This design comes from an exercise in tuning for small area, a short achievable clock period and few clock cycles per item on the open sky130 flow, not from production work.
The RTL was checked by simulation tests, not by an equivalence proof against the original design.

## build 47
==> flow/design.v (excerpt) <==
module plate_backend (
    input  wire        clk,
    input  wire        rst,           
    input  wire        in_valid,
    output wire        in_ready,
    input  wire [15:0] in_v,          
    input  wire [15:0] in_gain_f,     
    input  wire [15:0] in_gain_u,     
    input  wire [15:0] in_ofs_f,      
    input  wire [15:0] in_ofs_u,      
    input  wire [15:0] in_master,     
    input  wire [15:0] in_knee,       
    input  wire        in_split,      
    input  wire        in_dark,       
    input  wire [3:0]  in_depth,      
    input  wire [1:0]  in_dither,     
    input  wire [2:0]  in_px,         
    input  wire [2:0]  in_py,         
    input  wire [2:0]  in_t,          
    input  wire        in_lim_en,     
    input  wire [15:0] in_lim,        
    output wire        out_valid,
    input  wire        out_ready,
    output wire [13:0] out_code
);
Size in the first run: ~14000 cells after synthesis, ~3100 flip-flops.
export LEC_CHECK = 0
export CAP_MARGIN = 20
export CORE_MARGIN = 2
export CORE_UTILIZATION = 40
export CTS_BUF_LIST = sky130_fd_sc_hd__clkbuf_4 sky130_fd_sc_hd__clkbuf_8 sky130_fd_sc_hd__clkbuf_16
export CTS_CLUSTER_DIAMETER = 80
export CTS_CLUSTER_SIZE = 24
export PLACE_DENSITY = 0.6
export SETUP_SLACK_MARGIN = 4
export SLEW_MARGIN = 20
create_clock -name core_clock -period 11.0 [get_ports {clk}]
run.sh (not shown) runs the stock make flow with config.mk's settings and CLKGATE_MAP_FILE= SYNTH_SCRIPT=/design/flow/synth_recipe.tcl, a recipe that flattens the netlist after the stock synthesis.
Testbench counts of build 47, summed over its fixed seeds: cycles 3,352, items 3,200.
Modified inputs, build 2 compared to build 47
- changing SETUP_SLACK_MARGIN from 4 to 5
- changing CTS_CLUSTER_SIZE from 24 to 32
- changing CTS_CLUSTER_DIAMETER from 80 to 100
Findings:
- Per the comparison of build 2 with build 47, portion of the clock cycle consumed by the worst path in the final layout down 3.5 points, design area shows a reduction of 0.58%, clock period minus worst slack saw a decrease.
- Compare build 47 and build 2 | clock-cell share of area lower: build 2
- Row via count of the first global-routing pass: build 2 lower / build 47 higher
- Final-stage net count of build 2 is on par with build 47.
--- input diff build 2..build 59 ---
- CTS_CLUSTER_SIZE now 24, was 32
- TNS_END_PERCENT now 5, previously not set
- CTS_CLUSTER_DIAMETER now 80, was 100
==> results.txt <==
- Build 59: PASS, flow complete, no timing, DRC or antenna violations
- Per the comparison of build 59 with build 2, worst-case setup margin in the final layout saw a decrease; worst-skew pair later-pin latency picked up an extra 0.03 ns.
- Going from build 2 to build 59, post-route minimum period grows by 0.058 ns.
- Area added between synthesis and finish in build 59 is 0.68 points above build 2.
- Compared with build 2, build 59 shows a higher data required time of the critical path.

Setup of the reference run:
plate_backend again, from the RTL that the note above started with.
clock: 11.0 ns
lec_check: 0
cap_margin: 20
core_margin: 2
core_utilization: 40
cts_buf_list: sky130_fd_sc_hd__clkbuf_4 sky130_fd_sc_hd__clkbuf_8 sky130_fd_sc_hd__clkbuf_16
cts_cluster_diameter: 80
cts_cluster_size: 24
place_density: 0.6
setup_slack_margin: 5
slew_margin: 20
The reference run ended with every stage complete and zero timing, DRC or antenna violations.
Testbench counts of the reference run, summed over its fixed seeds: cycles 3,352, items 3,200.
Changes in the trial run relative to the reference run:
Settings: CTS_CLUSTER_SIZE: 24 -> unset; PLACE_DENSITY: 0.6 -> 0.72; CTS_BUF_LIST: sky130_fd_sc_hd__clkbuf_4 sky130_fd_sc_hd__clkbuf_8 sky130_fd_sc_hd__clkbuf_16 -> unset; CTS_CLUSTER_DIAMETER: 80 -> unset; CORE_UTILIZATION: 40 -> 60.
==> comparison <==
- Lower worst setup slack among the trial run and the reference run: the trial run
- Comparing the trial run with the reference run, the max-slew violation count came out essentially unchanged.
- Cell area after placement shrinks slightly when moving from the reference run to the trial run.
- Per the comparison of the trial run with the reference run, share of the final layout cell area in sequential cells decreased by 0.67 points relative to the old numbers; number of buffers on the longest clock path closely matched the old numbers; final weighted congestion in routability-driven placement increased by about 9% relative to the old numbers.

-- static timing again, ports no longer ideal --
How much do the figures lean on ideal ports? The routed layouts below were timed once more, with nothing changed but the port constraints. Step 1, drivers: a clkbuf_16 drives clk and a buf_2 each remaining input, both assumed. Step 2 adds t to the input delays and takes it off the output delays; t is the mean of the earliest and latest rising clock arrival at the registers after step 1. Input paths then give back, and output paths get back, about the clock's delay inside the block. Slacks: no drivers / after step 1 / after step 2; pairs: no drivers / after step 1.
run | shift t [ns] | slack for setup (ns) | worst setup path at the end | worst register clock-pin slew, ns
build 47 | 0.993 | 5.026 / 5.026 / 5.026 | register to register | 0.10 / 0.10
build 2 | 0.983 | 5.406 / 5.406 / 5.406 | register to register | 0.12 / 0.12
build 59 | 0.994 | 5.348 / 5.348 / 5.348 | register to register | 0.10 / 0.10
the reference run | 0.996 | 5.387 / 5.387 / 5.387 | register to register | 0.10 / 0.10
the trial run | 0.978 | 5.134 / 5.134 / 5.134 | register to register | 0.07 / 0.07
After both steps setup and hold are still met in every run listed.
